Context: an optimization exercise on an open-source flow, tuned for small area and a short achievable clock period. The choices shown serve that exercise and are no tape-out recipe. Where RTL was checked, it was by simulation tests only, not by an equivalence proof against the original. Power and IR drop assume default switching activity.

==> build 59 <==
## la_writeback
module la_writeback (
    input  wire         clk,
    input  wire         rst,
    input  wire         in_valid,
    input  wire [1:0]   in_cls,      
    input  wire         in_sat,      
    input  wire [127:0] in_v,        
    input  wire [9:0]   in_g,        
    input  wire [7:0]   in_oshift,   
    input  wire [3:0]   in_dfmt,     
    input  wire [1:0]   in_rnd,      
    input  wire         in_ovf,      
    input  wire [31:0]  in_r,        
    output reg          out_valid,
    output reg  [31:0]  out_d,
    output reg  [2:0]   out_flags    
);
    localparam F_FP32 = 3'd0;
    localparam F_BF16 = 3'd1;
    localparam F_FP16 = 3'd2;
    localparam F_E4M3 = 3'd3;
    localparam F_E5M2 = 3'd4;
    localparam F_INT  = 3'd5;
    reg         s0_valid;
    reg [1:0]   s0_cls;
    reg         s0_sat;
    reg [127:0] s0_v;
    reg [9:0]   s0_g;
    reg [7:0]   s0_osh;
    reg [3:0]   s0_dfmt;
    reg [1:0]   s0_rnd;
    reg         s0_ovf;
    reg [31:0]  s0_r;
    always @(posedge clk) begin
        if (rst)
            s0_valid <= 1'b0;
        else
            s0_valid <= in_valid;
        s0_cls  <= in_cls;
        s0_sat  <= in_sat;
        s0_v    <= in_v;
        s0_g    <= in_g;
        s0_osh  <= in_oshift;
        s0_dfmt <= in_dfmt;
        s0_rnd  <= in_rnd;
        s0_ovf  <= in_ovf;
        s0_r    <= in_r;
    end
    reg  [2:0] fa;           
    reg  [4:0] ta;           
    reg  [7:0] biasa;
    reg  [8:0] eflim;        
    always @(*) begin
        case (s0_dfmt)
            4'h1:    begin fa = F_BF16; ta = 5'd7;  biasa = 8'd127; eflim = 9'd255; end
            4'h2:    begin fa = F_FP16; ta = 5'd10; biasa = 8'd15;  eflim = 9'd31;  end
            4'h3:    begin fa = F_E4M3; ta = 5'd3;  biasa = 8'd7;   eflim = 9'd16;  end
            4'h4:    begin fa = F_E5M2; ta = 5'd2;  biasa = 8'd15;  eflim = 9'd31;  end
  ...
export LEC_CHECK = 0
export ABC_AREA = 1
export CAP_MARGIN = 20
export CELL_PAD_IN_SITES_DETAIL_PLACEMENT = 1
export CELL_PAD_IN_SITES_GLOBAL_PLACEMENT = 2
export CORE_MARGIN = 2
export CORE_UTILIZATION = 40
export GPL_ROUTABILITY_DRIVEN = 1
export SLEW_MARGIN = 20
create_clock -name core_clock -period 26.0 [get_ports {clk}]
standard.sh (not shown) runs the stock make flow with config.mk's settings and CLKGATE_MAP_FILE= SYNTH_SCRIPT=/design/flow/synth_recipe.tcl, a recipe that flattens the netlist after the stock synthesis.
==> flow/flow/run.sh <==
#!/bin/bash
set -euo pipefail
bash standard.sh \
    SETUP_SLACK_MARGIN=19.7 \
    "BUFFER_PORTS_ARGS=-buffer_cell sky130_fd_sc_hd__buf_1" \
    finish > flow.log 2>&1
==> inputs of build 73, as changes to build 59 <==
--- a/flow/design.v
+++ b/flow/design.v
@@ -26,40 +26,16 @@
             end
             assign vl[k+1][127:(128 >> (k + 1))] = 0;
             assign pl[k+1][895:(128 >> (k + 1))*7] = 0;
         end
     endgenerate
     assign pos = pl[7][6:0];
     assign nz  = vl[7][0];
 endmodule
-module la_wb_cmp (
-    input  wire [31:0] a,
-    input  wire [31:0] b,
-    output wire        lt,
-    output wire        eq
-);
-    wire [31:0] l [0:5];
-    wire [31:0] e [0:5];
-    assign l[0] = ~a & b;
-    assign e[0] = ~(a ^ b);
-    genvar k, j;
-    generate
-        for (k = 0; k < 5; k = k + 1) begin : lvl
-            for (j = 0; j < (32 >> (k + 1)); j = j + 1) begin : node
-                assign l[k+1][j] = l[k][2*j+1] | (e[k][2*j+1] & l[k][2*j]);
-                assign e[k+1][j] = e[k][2*j+1] & e[k][2*j];
-            end
-            assign l[k+1][31:(32 >> (k + 1))] = 0;
-            assign e[k+1][31:(32 >> (k + 1))] = 0;
-        end
-    endgenerate
-    assign lt = l[5][0];
-    assign eq = e[5][0];
-endmodule
 module la_writeback (
     input  wire         clk,
     input  wire         rst,
     input  wire         in_valid,
     input  wire [1:0]   in_cls,      
     input  wire         in_sat,      
     input  wire [127:0] in_v,        
     input  wire [9:0]   in_g,        
@@ -114,103 +90,92 @@
             4'h3:    begin fa = F_E4M3; ta = 5'd3;  biasa = 8'd7;   eflim = 9'd16;  end
             4'h4:    begin fa = F_E5M2; ta = 5'd2;  biasa = 8'd15;  eflim = 9'd31;  end
             4'h9:    begin fa = F_INT;  ta = 5'd0;  biasa = 8'd0;   eflim = 9'd0;   end
             default: begin fa = F_FP32; ta = 5'd23; biasa = 8'd127; eflim = 9'd255; end
         endcase
     end
     wire ia = (fa == F_INT);
     wire         nega = s0_v[127];
-    wire [127:0] ua   = s0_v ^ {128{nega}};      
+    wire [127:0] ua   = (s0_v ^ {128{nega}}) | {127'd0, nega};
+    wire [127:0] maga = nega ? (~s0_v + 128'd1) : s0_v;
     wire [6:0] pu, tz;
     wire       u_nz, v_nz;
-    la_wb_pos #(.HI(1)) u_lead  (.x(ua), .pos(pu), .nz(u_nz));
+    la_wb_pos #(.HI(1)) u_lead  (.x(ua),   .pos(pu), .nz(u_nz));
     la_wb_pos #(.HI(0)) u_trail (.x(s0_v), .pos(tz), .nz(v_nz));
+    wire       pow2 = nega & ((pu + 7'd1) == tz);
     wire signed [12:0] e_x  = {{3{s0_g[9]}}, s0_g} + {{5{s0_osh[7]}}, s0_osh};
     wire signed [12:0] kfl  = 13'sd1 - $signed({5'd0, biasa}) - e_x;    
     wire signed [12:0] kint = 13'sd32 - e_x;                            
-    wire signed [12:0] khg  = $signed({4'd0, eflim}) - $signed({5'd0, biasa}) - e_x;
     wire signed [12:0] ebs  = e_x + $signed({5'd0, biasa});
     wire               nrm  = $signed({6'd0, pu}) >= kfl;
-    wire               m1   = nega & ~u_nz;    
     wire signed [12:0] as_s = kfl - $signed({8'd0, ta}) + 13'sd32;
     wire [7:0] a_s   = (as_s > 13'sd192) ? 8'd192 : as_s[7:0];
     wire [7:0] a_int = (kint < 13'sd0) ? 8'd0 : (kint > 13'sd192) ? 8'd192 : kint[7:0];
     wire [7:0] a_n   = {1'b0, pu} + (8'd32 - {3'd0, ta});
     wire [7:0] a     = ia ? a_int : (nrm ? a_n : a_s);
-    wire hga = ia ? ($signed({6'd0, pu}) >= kint) :
-               (nrm && (m1 ? (khg < 13'sd0) : ($signed({6'd0, pu}) >= khg)));
+    wire signed [12:0] p13  = $signed({6'd0, pu}) + $signed({12'd0, pow2});
+    wire signed [12:0] efa  = p13 + ebs;
+    wire               nrm2 = p13 >= kfl;    
+    wire               hga  = ia ? (p13 >= kint) : (nrm2 && (efa >= $signed({4'd0, eflim})));
+    wire [7:0]         efr  = nrm2 ? efa[7:0] : 8'd0;
     reg         sa_valid;
-    reg [127:0] sa_u;
+    reg [127:0] sa_mag;
     reg [7:0]   sa_a;
     reg [6:0]   sa_tz;
-    reg [6:0]   sa_pu;
-    reg [7:0]   sa_ebs;
-    reg         sa_m1;
-    reg         sa_nrm;
+    reg [7:0]   sa_ef;
     reg         sa_hg;
     reg [2:0]   sa_f;
     reg [1:0]   sa_cls;
     reg         sa_sat;
     reg         sa_zero;
     reg         sa_neg;
     reg [1:0]   sa_rnd;
     reg         sa_ovf;
     reg [31:0]  sa_r;
     always @(posedge clk) begin
         if (rst)
             sa_valid <= 1'b0;
         else
             sa_valid <= s0_valid;
-        sa_u    <= ua;
+        sa_mag  <= maga;
         sa_a    <= a;
         sa_tz   <= tz;
-        sa_pu   <= pu;
-        sa_ebs  <= ebs[7:0];
-        sa_m1   <= m1;
-        sa_nrm  <= nrm;
+        sa_ef   <= efr;
         sa_hg   <= hga;
         sa_f    <= fa;
         sa_cls  <= s0_cls;
         sa_sat  <= s0_sat;
         sa_zero <= ~v_nz;
         sa_neg  <= nega;
         sa_rnd  <= s0_rnd;
         sa_ovf  <= s0_ovf;
         sa_r    <= s0_r;
     end
-    wire [191:0] x0 = {sa_u, {64{sa_neg}}};
+    wire [191:0] x0 = {sa_mag, 64'd0};
     wire [191:0] x1 = sa_a[7] ? {128'd0, x0[191:128]} : x0;
     wire [126:0] x2 = sa_a[6] ? x1[190:64] : x1[126:0];
     wire [94:0]  x3 = sa_a[5] ? x2[126:32] : x2[94:0];
     wire [78:0]  x4 = sa_a[4] ? x3[94:16]  : x3[78:0];
     wire [70:0]  x5 = sa_a[3] ? x4[78:8]   : x4[70:0];
     wire [66:0]  x6 = sa_a[2] ? x5[70:4]   : x5[66:0];
     wire [64:0]  x7 = sa_a[1] ? x6[66:2]   : x6[64:0];
     wire [63:0]  y  = sa_a[0] ? x7[64:1]   : x7[63:0];
-    wire [7:0] efa   = {1'b0, sa_pu} + sa_ebs - {7'd0, sa_m1};
-    wire [7:0] sa_ef = sa_nrm ? efa : 8'd0;
     wire [31:0] kept = y[63:32];
     wire [31:0] frac = y[31:0];
+    wire        rbit = y[31];
+    wire        lsb  = y[32];
     wire [8:0] tz9  = {2'd0, sa_tz};
-    wire       cw   = sa_neg & ((tz9 + 9'd64) >= {1'b0, sa_a});
     wire       stk  = (tz9 + 9'd33) < {1'b0, sa_a};
     wire       inx  = (tz9 + 9'd32) < {1'b0, sa_a};
-    wire       f31  = &frac[30:0];
-    wire       cy   = cw & f31 & frac[31];       
-    wire       rbit = frac[31] ^ (cw & f31);
-    wire       lsb  = y[32] ^ cy;
-    wire        sr_lt, sr_eq;
-    la_wb_cmp u_srcmp (.a(sa_r), .b(frac), .lt(sr_lt), .eq(sr_eq));
-    wire        srup = (sr_lt | (cw & sr_eq)) & ~cy;
     reg up;
     always @(*) begin
         case (sa_rnd)
             2'd1:    up = 1'b0;
-            2'd2:    up = srup;
+            2'd2:    up = (sa_r < frac);
             default: up = rbit & (stk | lsb);
         endcase
     end
     wire ibb = (sa_f == F_INT);
     reg [31:0] base;
     reg        eqb, gtb;     
     always @(*) begin
         case (sa_f)
@@ -243,34 +208,33 @@
                 base = {1'b0, sa_ef, y[54:32]};
                 eqb  = (sa_ef == 8'd254) && (&y[54:32]);
                 gtb  = 1'b0;
             end
         endcase
     end
     reg         sb_valid;
     reg [31:0]  sb_base;
-    reg         sb_up, sb_cy, sb_rbit, sb_inx, sb_eqb, sb_gtb;
+    reg         sb_up, sb_rbit, sb_inx, sb_eqb, sb_gtb;
     reg         sb_k31, sb_kall, sb_kany;
     reg         sb_hg;
     reg [2:0]   sb_f;
     reg [1:0]   sb_cls;
     reg         sb_sat;
     reg         sb_zero;
     reg         sb_neg;
     reg [1:0]   sb_rnd;
     reg         sb_ovf;
     always @(posedge clk) begin
         if (rst)
             sb_valid <= 1'b0;
         else
             sb_valid <= sa_valid;
         sb_base <= base;
-        sb_up   <= up | cy;
-        sb_cy   <= cy;
+        sb_up   <= up;
         sb_rbit <= rbit;
         sb_inx  <= inx;
         sb_eqb  <= eqb;
         sb_gtb  <= gtb;
         sb_k31  <= kept[31];
         sb_kall <= &kept[30:0];
         sb_kany <= |kept[30:0];
         sb_hg   <= sa_hg;
@@ -280,18 +244,18 @@
         sb_zero <= sa_zero;
         sb_neg  <= sa_neg;
         sb_rnd  <= sa_rnd;
         sb_ovf  <= sa_ovf;
     end
     wire ib = (sb_f == F_INT);
     wire [31:0] rsum = sb_base + {31'd0, sb_up ^ (ib & sb_neg)};
     wire fp_ovf = sb_hg || sb_gtb || (sb_eqb && sb_up) ||
-                  (!sb_cy && (sb_rnd == 2'd1) && sb_eqb && sb_inx) ||
-                  (!sb_cy && (sb_rnd == 2'd0) && sb_eqb && sb_rbit && !sb_up);
+                  ((sb_rnd == 2'd1) && sb_eqb && sb_inx) ||
+                  ((sb_rnd == 2'd0) && sb_eqb && sb_rbit && !sb_up);
     wire int_ovf = sb_hg ||
                    (!sb_neg && (sb_k31 || (sb_kall && sb_up))) ||
                    ( sb_neg && sb_k31 && (sb_kany || sb_up));
     reg        has_inf;
     reg [31:0] sign_bit, big_bits, inf_bits, nan_bits;
     always @(*) begin
         has_inf = 1'b1;
         case (sb_f)
==> flow/run.sh (new file) <==
#!/bin/bash
# synth_recipe.tcl (not shown) runs the flow's synth.tcl, then flattens the netlist and writes it again
# the make line also repeats each setting of config.mk as NAME=value (left out here)
make -C /OpenROAD-flow-scripts/flow DESIGN_CONFIG=/design/flow/config.mk WORK_HOME=/design/flow/orfs CLKGATE_MAP_FILE= SYNTH_SCRIPT=/design/flow/synth_recipe.tcl finish
Settings changed: ABC_AREA 1 to default, CORE_UTILIZATION 40 to 20.
removed: flow/flow/run.sh
removed: flow/standard.sh
==> summary.txt <==
Outcome -> no timing/DRC/antenna violations
Seq/total area -> 0.286
Clk latency of the worst-skew pair -> 0.65 ns
Die height -> 279 um
# the run above: build 59

==> summary.txt <==
Clk latency of the worst-skew pair -> 0.69 ns
Seq/total area -> 0.248
Outcome -> no timing/DRC/antenna violations
Non-clock buffers, area share -> 0.0660
Final Setup Violations -> 0
Leak Pwr -> 14.6 nW
Die height -> 406 um
# the run above: build 73


========
==> run D <==
==> flow/design.v <==
module la_wb_pos #(
    parameter HI = 1
) (
    input  wire [127:0] x,
    output wire [6:0]   pos,
    output wire         nz
);
    wire [127:0] vl [0:7];
    wire [895:0] pl [0:7];
    assign vl[0] = x;
    assign pl[0] = 896'd0;
    genvar k, j;
    generate
        for (k = 0; k < 7; k = k + 1) begin : lvl
            for (j = 0; j < (128 >> (k + 1)); j = j + 1) begin : node
                wire vh = vl[k][2*j+1];
                wire vo = vl[k][2*j];
                wire [6:0] ph = pl[k][(2*j+1)*7 +: 7];
                wire [6:0] po = pl[k][(2*j)*7 +: 7];
                assign vl[k+1][j] = vh | vo;
                if (HI) begin : hi
                    assign pl[k+1][j*7 +: 7] = vh ? (ph | (7'd1 << k)) : po;
                end else begin : lo
                    assign pl[k+1][j*7 +: 7] = vo ? po : (ph | (7'd1 << k));
                end
            end
            assign vl[k+1][127:(128 >> (k + 1))] = 0;
            assign pl[k+1][895:(128 >> (k + 1))*7] = 0;
        end
    endgenerate
    assign pos = pl[7][6:0];
    assign nz  = vl[7][0];
endmodule
module la_writeback (
    input  wire         clk,
    input  wire         rst,
    input  wire         in_valid,
    input  wire [1:0]   in_cls,      
    input  wire         in_sat,      
    input  wire [127:0] in_v,        
    input  wire [9:0]   in_g,        
    input  wire [7:0]   in_oshift,   
    input  wire [3:0]   in_dfmt,     
    input  wire [1:0]   in_rnd,      
    input  wire         in_ovf,      
    input  wire [31:0]  in_r,        
    output reg          out_valid,
    output reg  [31:0]  out_d,
    output reg  [2:0]   out_flags    
);
    localparam F_FP32 = 3'd0;
    localparam F_BF16 = 3'd1;
    localparam F_FP16 = 3'd2;
    localparam F_E4M3 = 3'd3;
    localparam F_E5M2 = 3'd4;
    localparam F_INT  = 3'd5;
    reg         s0_valid;
    reg [1:0]   s0_cls;
    reg         s0_sat;
    reg [127:0] s0_v;
    reg [9:0]   s0_g;
    reg [7:0]   s0_osh;
    reg [3:0]   s0_dfmt;
    reg [1:0]   s0_rnd;
    reg         s0_ovf;
    reg [31:0]  s0_r;
    always @(posedge clk) begin
        if (rst)
            s0_valid <= 1'b0;
        else
            s0_valid <= in_valid;
        s0_cls  <= in_cls;
        s0_sat  <= in_sat;
        s0_v    <= in_v;
        s0_g    <= in_g;
        s0_osh  <= in_oshift;
        s0_dfmt <= in_dfmt;
        s0_rnd  <= in_rnd;
        s0_ovf  <= in_ovf;
        s0_r    <= in_r;
    end
    reg  [2:0] fa;           
    reg  [4:0] ta;           
    reg  [7:0] biasa;
    reg  [8:0] eflim;        
    always @(*) begin
        case (s0_dfmt)
            4'h1:    begin fa = F_BF16; ta = 5'd7;  biasa = 8'd127; eflim = 9'd255; end
            4'h2:    begin fa = F_FP16; ta = 5'd10; biasa = 8'd15;  eflim = 9'd31;  end
            4'h3:    begin fa = F_E4M3; ta = 5'd3;  biasa = 8'd7;   eflim = 9'd16;  end
            4'h4:    begin fa = F_E5M2; ta = 5'd2;  biasa = 8'd15;  eflim = 9'd31;  end
            4'h9:    begin fa = F_INT;  ta = 5'd0;  biasa = 8'd0;   eflim = 9'd0;   end
            default: begin fa = F_FP32; ta = 5'd23; biasa = 8'd127; eflim = 9'd255; end
        endcase
    end
    wire ia = (fa == F_INT);
    wire         nega = s0_v[127];
    wire [127:0] ua   = s0_v ^ {128{nega}};      
    wire [6:0] pu, tz;
    wire       u_nz, v_nz;
    la_wb_pos #(.HI(1)) u_lead  (.x(ua), .pos(pu), .nz(u_nz));
    la_wb_pos #(.HI(0)) u_trail (.x(s0_v), .pos(tz), .nz(v_nz));
    wire signed [12:0] e_x  = {{3{s0_g[9]}}, s0_g} + {{5{s0_osh[7]}}, s0_osh};
    wire signed [12:0] kfl  = 13'sd1 - $signed({5'd0, biasa}) - e_x;    
    wire signed [12:0] kint = 13'sd32 - e_x;                            
    wire signed [12:0] khg  = $signed({4'd0, eflim}) - $signed({5'd0, biasa}) - e_x;
    wire signed [12:0] ebs  = e_x + $signed({5'd0, biasa});
    wire               nrm  = $signed({6'd0, pu}) >= kfl;
    wire               m1   = nega & ~u_nz;    
    wire [7:0] a_s   = (kfl > 13'sd192) ? 8'd192 : kfl[7:0];
    wire [7:0] a_int = (kint < 13'sd0) ? 8'd0 : (kint > 13'sd192) ? 8'd192 : kint[7:0];
    wire [7:0] a1    = ia ? a_int : (nrm ? {1'b0, pu} : a_s);
    wire hga = ia ? ($signed({6'd0, pu}) >= kint) :
               (nrm && (m1 ? (khg < 13'sd0) : ($signed({6'd0, pu}) >= khg)));
    reg         sa_valid;
    reg [127:0] sa_u;
    reg [7:0]   sa_a1;
    reg [6:0]   sa_tz;
    reg [6:0]   sa_pu;
    reg [7:0]   sa_ebs;
    reg         sa_m1;
    reg         sa_nrm;
    reg         sa_hg;
    reg [2:0]   sa_f;
    reg [1:0]   sa_cls;
    reg         sa_sat;
    reg         sa_zero;
    reg         sa_neg;
    reg [1:0]   sa_rnd;
    reg         sa_ovf;
    reg [31:0]  sa_r;
    always @(posedge clk) begin
        if (rst)
            sa_valid <= 1'b0;
        else
            sa_valid <= s0_valid;
        sa_u    <= ua;
        sa_a1   <= a1;
        sa_tz   <= tz;
        sa_pu   <= pu;
        sa_ebs  <= ebs[7:0];
        sa_m1   <= m1;
        sa_nrm  <= nrm;
        sa_hg   <= hga;
        sa_f    <= fa;
        sa_cls  <= s0_cls;
        sa_sat  <= s0_sat;
        sa_zero <= ~v_nz;
        sa_neg  <= nega;
        sa_rnd  <= s0_rnd;
        sa_ovf  <= s0_ovf;
        sa_r    <= s0_r;
    end
    wire [191:0] x0 = {sa_u, {64{sa_neg}}};
    wire [191:0] x1 = sa_a1[7] ? {128'd0, x0[191:128]} : x0;
    wire [157:0] x2 = sa_a1[6] ? x1[191:64] : x1[157:0];
    wire [125:0] x3 = sa_a1[5] ? x2[157:32] : x2[125:0];
    wire [109:0] x4 = sa_a1[4] ? x3[125:16] : x3[109:0];
    wire [101:0] x5 = sa_a1[3] ? x4[109:8]  : x4[101:0];
    wire [97:0]  x6 = sa_a1[2] ? x5[101:4]  : x5[97:0];
    wire [95:0]  x7 = sa_a1[1] ? x6[97:2]   : x6[95:0];
    wire [93:0]  z  = sa_a1[0] ? x7[94:1]   : x7[93:0];
    reg  [63:0]  y;
    reg  [4:0]   a2;
    always @(*) begin
        case (sa_f)
            F_BF16:  begin y = z[88:25]; a2 = 5'd25; end
            F_FP16:  begin y = z[85:22]; a2 = 5'd22; end
            F_E4M3:  begin y = z[92:29]; a2 = 5'd29; end
            F_E5M2:  begin y = z[93:30]; a2 = 5'd30; end
            F_INT:   begin y = z[63:0];  a2 = 5'd0;  end
            default: begin y = z[72:9];  a2 = 5'd9;  end
        endcase
    end
    wire [8:0] sa_a = {1'b0, sa_a1} + {4'd0, a2};
    wire [7:0] efa   = {1'b0, sa_pu} + sa_ebs - {7'd0, sa_m1};
    wire [7:0] sa_ef = sa_nrm ? efa : 8'd0;
    wire [31:0] kept = y[63:32];
    wire [31:0] frac = y[31:0];
    wire [8:0] tz9  = {2'd0, sa_tz};
    wire       cw   = sa_neg & ({1'b0, tz9} + 10'd64 >= {1'b0, sa_a});
    wire       stk  = ({1'b0, tz9} + 10'd33) < {1'b0, sa_a};
    wire       inx  = ({1'b0, tz9} + 10'd32) < {1'b0, sa_a};
    wire       f31  = &frac[30:0];
    wire       cy   = cw & f31 & frac[31];       
    wire       rbit = frac[31] ^ (cw & f31);
    wire       lsb  = y[32] ^ cy;
    wire [32:0] srd = {1'b0, frac} - {1'b0, sa_r} + {32'd0, cw};
    wire        srup = ~srd[32] & (srd[31:0] != 32'd0) & ~cy;
    reg up;
    always @(*) begin
        case (sa_rnd)
            2'd1:    up = 1'b0;
            2'd2:    up = srup;
            default: up = rbit & (stk | lsb);
        endcase
    end
    wire ibb = (sa_f == F_INT);
    reg [31:0] base;
    reg        eqb, gtb;     
    always @(*) begin
        case (sa_f)
            F_BF16: begin
                base = {17'd0, sa_ef, y[38:32]};
                eqb  = (sa_ef == 8'd254) && (&y[38:32]);
                gtb  = 1'b0;
            end
            F_FP16: begin
                base = {17'd0, sa_ef[4:0], y[41:32]};
                eqb  = (sa_ef[4:0] == 5'd30) && (&y[41:32]);
                gtb  = 1'b0;
            end
            F_E4M3: begin
                base = {25'd0, sa_ef[3:0], y[34:32]};
                eqb  = (sa_ef[3:0] == 4'd15) && (y[34:32] == 3'b110);
                gtb  = (sa_ef[3:0] == 4'd15) && (y[34:32] == 3'b111);
            end
            F_E5M2: begin
                base = {25'd0, sa_ef[4:0], y[33:32]};
                eqb  = (sa_ef[4:0] == 5'd30) && (&y[33:32]);
                gtb  = 1'b0;
            end
            F_INT: begin
                base = kept ^ {32{sa_neg}};
                eqb  = 1'b0;
                gtb  = 1'b0;
            end
            default: begin
                base = {1'b0, sa_ef, y[54:32]};
                eqb  = (sa_ef == 8'd254) && (&y[54:32]);
                gtb  = 1'b0;
            end
        endcase
    end
    reg         sb_valid;
    reg [31:0]  sb_base;
    reg         sb_up, sb_cy, sb_rbit, sb_inx, sb_eqb, sb_gtb;
    reg         sb_k31, sb_kall, sb_kany;
    reg         sb_hg;
    reg [2:0]   sb_f;
    reg [1:0]   sb_cls;
    reg         sb_sat;
    reg         sb_zero;
    reg         sb_neg;
    reg [1:0]   sb_rnd;
    reg         sb_ovf;
    always @(posedge clk) begin
        if (rst)
            sb_valid <= 1'b0;
        else
            sb_valid <= sa_valid;
        sb_base <= base;
        sb_up   <= up | cy;
        sb_cy   <= cy;
        sb_rbit <= rbit;
        sb_inx  <= inx;
        sb_eqb  <= eqb;
        sb_gtb  <= gtb;
        sb_k31  <= kept[31];
        sb_kall <= &kept[30:0];
        sb_kany <= |kept[30:0];
        sb_hg   <= sa_hg;
        sb_f    <= sa_f;
        sb_cls  <= sa_cls;
        sb_sat  <= sa_sat;
        sb_zero <= sa_zero;
        sb_neg  <= sa_neg;
        sb_rnd  <= sa_rnd;
        sb_ovf  <= sa_ovf;
    end
    wire ib = (sb_f == F_INT);
    wire [31:0] rsum = sb_base + {31'd0, sb_up ^ (ib & sb_neg)};
    wire fp_ovf = sb_hg || sb_gtb || (sb_eqb && sb_up) ||
                  (!sb_cy && (sb_rnd == 2'd1) && sb_eqb && sb_inx) ||
                  (!sb_cy && (sb_rnd == 2'd0) && sb_eqb && sb_rbit && !sb_up);
    wire int_ovf = sb_hg ||
                   (!sb_neg && (sb_k31 || (sb_kall && sb_up))) ||
                   ( sb_neg && sb_k31 && (sb_kany || sb_up));
    reg        has_inf;
    reg [31:0] sign_bit, big_bits, inf_bits, nan_bits;
    always @(*) begin
        has_inf = 1'b1;
        case (sb_f)
            F_BF16: begin sign_bit = 32'h0000_8000; big_bits = 32'h0000_7F7F; inf_bits = 32'h0000_7F80; nan_bits = 32'h0000_7FC0; end
            F_FP16: begin sign_bit = 32'h0000_8000; big_bits = 32'h0000_7BFF; inf_bits = 32'h0000_7C00; nan_bits = 32'h0000_7E00; end
            F_E4M3: begin sign_bit = 32'h0000_0080; big_bits = 32'h0000_007E; inf_bits = 32'h0000_007F; nan_bits = 32'h0000_007F; has_inf = 1'b0; end
            F_E5M2: begin sign_bit = 32'h0000_0080; big_bits = 32'h0000_007B; inf_bits = 32'h0000_007C; nan_bits = 32'h0000_007E; end
            F_INT:  begin sign_bit = 32'h8000_0000; big_bits = 32'h7FFF_FFFF; inf_bits = 32'h7FFF_FFFF; nan_bits = 32'h8000_0000; end
            default: begin sign_bit = 32'h8000_0000; big_bits = 32'h7F7F_FFFF; inf_bits = 32'h7F80_0000; nan_bits = 32'h7FC0_0000; end
        endcase
    end
    wire        x_neg     = (sb_cls == 2'd0) ? sb_neg : (sb_cls == 2'd3);
    wire [31:0] sgn       = x_neg ? sign_bit : 32'd0;
    wire [31:0] int_clamp = x_neg ? 32'h8000_0000 : 32'h7FFF_FFFF;
    reg [31:0] d;
    reg [2:0]  flags;
    always @(*) begin
        d     = 32'd0;
        flags = 3'b000;
        if (sb_cls == 2'd1) begin
            d     = nan_bits;
            flags = ib ? 3'b110 : 3'b100;
        end else if (sb_sat) begin
            d     = ib ? int_clamp : (sgn | big_bits);
            flags = 3'b001;
        end else if (sb_cls != 2'd0) begin
            if (ib) begin
                d     = int_clamp;
                flags = 3'b010;
            end else if (sb_ovf) begin
                d     = sgn | big_bits;
                flags = 3'b001;
            end else if (has_inf) begin
                d     = sgn | inf_bits;
                flags = 3'b000;
            end else begin
                d     = nan_bits;
                flags = 3'b110;
            end
        end else if (sb_zero) begin
            d     = 32'd0;
            flags = 3'b000;
        end else if (ib) begin
            d     = int_ovf ? int_clamp : rsum;
            flags = {2'b00, int_ovf};
        end else if (fp_ovf) begin
            if (has_inf && (sb_rnd != 2'd1) && !sb_ovf)
                d = sgn | inf_bits;
            else
                d = sgn | big_bits;
            flags = 3'b001;
        end else begin
            d     = sgn | rsum;
            flags = 3'b000;
        end
    end
    always @(posedge clk) begin
        if (rst)
            out_valid <= 1'b0;
        else
            out_valid <= sb_valid;
        out_d     <= d;
        out_flags <= flags;
    end
endmodule
==> flow/flow/run.sh <==
#!/bin/bash
set -euo pipefail
bash standard.sh \
    SETUP_SLACK_MARGIN=19.7 \
    "BUFFER_PORTS_ARGS=-buffer_cell sky130_fd_sc_hd__buf_1" \
    finish > flow.log 2>&1
==> flow/standard.sh <==
#!/bin/bash
# synth_recipe.tcl (not shown) runs the flow's synth.tcl, then flattens the netlist and writes it again
# the make line also repeats each setting of config.mk as NAME=value (left out here)
make -C /OpenROAD-flow-scripts/flow DESIGN_CONFIG=/design/flow/config.mk WORK_HOME=/design/flow/orfs CLKGATE_MAP_FILE= SYNTH_SCRIPT=/design/flow/synth_recipe.tcl "${@:-finish}"
==> flow/config.mk <==
export PLATFORM = sky130hd
export DESIGN_NAME = la_writeback
export DESIGN_NICKNAME = la_writeback
export VERILOG_FILES = /design/flow/design.v
export SDC_FILE = /design/flow/constraint.sdc
export NUM_CORES = 4
export LEC_CHECK = 0
export CAP_MARGIN = 20
export CELL_PAD_IN_SITES_DETAIL_PLACEMENT = 1
export CELL_PAD_IN_SITES_GLOBAL_PLACEMENT = 2
export CORE_MARGIN = 2
export CORE_UTILIZATION = 20
export GPL_ROUTABILITY_DRIVEN = 1
export SLEW_MARGIN = 20
==> flow/constraint.sdc <==
create_clock -name core_clock -period 26.0 [get_ports {clk}]
set_input_delay 5.2000 -clock core_clock [delete_from_list [all_inputs] [get_ports {clk}]]
set_output_delay 5.2000 -clock core_clock [all_outputs]
set_load 0.01 [all_outputs]
==> inputs of run Z, as changes to run D <==
--- a/flow/design.v
+++ b/flow/design.v
@@ -108,12 +108,14 @@
     wire               nrm  = $signed({6'd0, pu}) >= kfl;
     wire               m1   = nega & ~u_nz;    
-    wire [7:0] a_s   = (kfl > 13'sd192) ? 8'd192 : kfl[7:0];
+    wire signed [12:0] as_s = kfl - $signed({8'd0, ta}) + 13'sd32;
+    wire [7:0] a_s   = (as_s > 13'sd192) ? 8'd192 : as_s[7:0];
     wire [7:0] a_int = (kint < 13'sd0) ? 8'd0 : (kint > 13'sd192) ? 8'd192 : kint[7:0];
-    wire [7:0] a1    = ia ? a_int : (nrm ? {1'b0, pu} : a_s);
+    wire [7:0] a_n   = {1'b0, pu} + (8'd32 - {3'd0, ta});
+    wire [7:0] a     = ia ? a_int : (nrm ? a_n : a_s);
     wire hga = ia ? ($signed({6'd0, pu}) >= kint) :
                (nrm && (m1 ? (khg < 13'sd0) : ($signed({6'd0, pu}) >= khg)));
     reg         sa_valid;
     reg [127:0] sa_u;
-    reg [7:0]   sa_a1;
+    reg [7:0]   sa_a;
     reg [6:0]   sa_tz;
     reg [6:0]   sa_pu;
@@ -136,5 +138,5 @@
             sa_valid <= s0_valid;
         sa_u    <= ua;
-        sa_a1   <= a1;
+        sa_a    <= a;
         sa_tz   <= tz;
         sa_pu   <= pu;
@@ -153,25 +155,12 @@
     end
     wire [191:0] x0 = {sa_u, {64{sa_neg}}};
-    wire [191:0] x1 = sa_a1[7] ? {128'd0, x0[191:128]} : x0;
-    wire [157:0] x2 = sa_a1[6] ? x1[191:64] : x1[157:0];
-    wire [125:0] x3 = sa_a1[5] ? x2[157:32] : x2[125:0];
-    wire [109:0] x4 = sa_a1[4] ? x3[125:16] : x3[109:0];
-    wire [101:0] x5 = sa_a1[3] ? x4[109:8]  : x4[101:0];
-    wire [97:0]  x6 = sa_a1[2] ? x5[101:4]  : x5[97:0];
-    wire [95:0]  x7 = sa_a1[1] ? x6[97:2]   : x6[95:0];
-    wire [93:0]  z  = sa_a1[0] ? x7[94:1]   : x7[93:0];
-    reg  [63:0]  y;
-    reg  [4:0]   a2;
-    always @(*) begin
-        case (sa_f)
-            F_BF16:  begin y = z[88:25]; a2 = 5'd25; end
-            F_FP16:  begin y = z[85:22]; a2 = 5'd22; end
-            F_E4M3:  begin y = z[92:29]; a2 = 5'd29; end
-            F_E5M2:  begin y = z[93:30]; a2 = 5'd30; end
-            F_INT:   begin y = z[63:0];  a2 = 5'd0;  end
-            default: begin y = z[72:9];  a2 = 5'd9;  end
-        endcase
-    end
-    wire [8:0] sa_a = {1'b0, sa_a1} + {4'd0, a2};
+    wire [191:0] x1 = sa_a[7] ? {128'd0, x0[191:128]} : x0;
+    wire [126:0] x2 = sa_a[6] ? x1[190:64] : x1[126:0];
+    wire [94:0]  x3 = sa_a[5] ? x2[126:32] : x2[94:0];
+    wire [78:0]  x4 = sa_a[4] ? x3[94:16]  : x3[78:0];
+    wire [70:0]  x5 = sa_a[3] ? x4[78:8]   : x4[70:0];
+    wire [66:0]  x6 = sa_a[2] ? x5[70:4]   : x5[66:0];
+    wire [64:0]  x7 = sa_a[1] ? x6[66:2]   : x6[64:0];
+    wire [63:0]  y  = sa_a[0] ? x7[64:1]   : x7[63:0];
     wire [7:0] efa   = {1'b0, sa_pu} + sa_ebs - {7'd0, sa_m1};
     wire [7:0] sa_ef = sa_nrm ? efa : 8'd0;
@@ -179,7 +168,7 @@
     wire [31:0] frac = y[31:0];
     wire [8:0] tz9  = {2'd0, sa_tz};
-    wire       cw   = sa_neg & ({1'b0, tz9} + 10'd64 >= {1'b0, sa_a});
-    wire       stk  = ({1'b0, tz9} + 10'd33) < {1'b0, sa_a};
-    wire       inx  = ({1'b0, tz9} + 10'd32) < {1'b0, sa_a};
+    wire       cw   = sa_neg & ((tz9 + 9'd64) >= {1'b0, sa_a});
+    wire       stk  = (tz9 + 9'd33) < {1'b0, sa_a};
+    wire       inx  = (tz9 + 9'd32) < {1'b0, sa_a};
     wire       f31  = &frac[30:0];
     wire       cy   = cw & f31 & frac[31];       
==> notes <==
- Run D completed with no timing, DRC or antenna violations. Run Z ran to the end with no violations.
- Of run Z and run D, run Z has the higher clock skew (gap 0.048 ns).
- Via count: run Z is lower than run D (26%).
- In run Z the sequential share of layout area is higher than in run D, by 3.2 points.
- In run Z the core utilization is higher than in run D, by 0.73 points.
- Final cell count: run D is higher than run Z (about 22%).
- Between run Z and run D, the lower design area is in run Z (gap about 14%, measured against run D).
- Of run D and run Z, run D has the higher wire length (gap about 56%, measured against run Z).
- Between run D and run Z, the lower worst setup slack is in run D (gap 1.1 ns).
- In flip-flop and latch count, run Z and run D do not differ.
- In run D the fmax is smaller than in run Z, by about 15%.
==> figures <==
|  | run D | run Z |
|---|---|---|
| Status | no timing/DRC/antenna violations | no timing/DRC/antenna violations |
| Fraction of the mapped netlist area in compound gates | 29.3% | 23.5% |
| Termination of the worst setup path | sb_up | out_valid |
| Number of nets in the final layout | 5493 | 4579 |
| FF-to-FF Start | sa_a1[5] | sa_a[6] |
| Wire length on met1 | 105000 um | 71000 um |
| Slew at the pin closest to its max-slew limit | 1.16 ns | 1.10 ns |
| Clock period minus final worst setup slack | 7.48 ns | 6.33 ns |
| Data arrival at the endpoint of the critical path | 8.06 ns | 1.13 ns |
| Aggregate routed wire length | 245000 um | 157000 um |
| Fraction of the mapped netlist area in adder cells | 5.66% | 7.59% |
| Gate Count Post-Synth | 4960 | 3984 |
| Antenna violations before repair | 11 | 2 |
| GRT Resource Usage Total | 23.0% | 17.3% |
| Area of combinational cells with multiple inputs | 29300 sq um | 23400 sq um |
| Vertical extent of the die | 452 um | 415 um |
| Power density over cell area | 117 nW/um^2 | 154 nW/um^2 |
| VDD IR max | 0.0581 mV | 0.0620 mV |
| Starting DRT DRC Count | 5084 | 2525 |
| Length of routed met3 wiring | 21000 um | 9510 um |
| Global routing met3 resource utilization | 4.26% | 2.52% |
| Pre-CTS WS | 16.65 ns | 17.70 ns |
For run D, only the layout was checked, not whether the RTL still works.

-- what the ideal ports hide --
In the flow no input, the clock included, has a driving cell. The finished layouts below were timed again as built, in two steps.
Step 1 sets driving cells, clkbuf_16 on the clock port and buf_2 on the other inputs (assumed; they add their load-dependent delay and slew).
Step 2 adds t to the input delays and takes it off the output delays; t is the mean of the earliest and latest rising clock arrival at the registers after step 1. Input paths then give back, and output paths get back, about the clock's delay inside the block.
a / b / c = ideal ports / drivers / drivers and shift; a / b = the first two.
| run | t, ns | slack for setup (ns) | hold WS [ns] |
|---|---|---|---|
| build 59 | 0.699 | 19.731 / 19.660 / 20.113 | 0.323 / 0.323 / 0.323 |
| build 73 | 0.728 | 16.664 / 16.664 / 16.664 | 0.260 / 0.260 / 0.260 |
| run D | 0.774 | 18.521 / 18.521 / 18.521 | 0.319 / 0.319 / 0.319 |
| run Z | 0.771 | 19.666 / 19.589 / 19.673 | 0.323 / 0.323 / 0.323 |
After both steps every run listed still meets setup and hold.
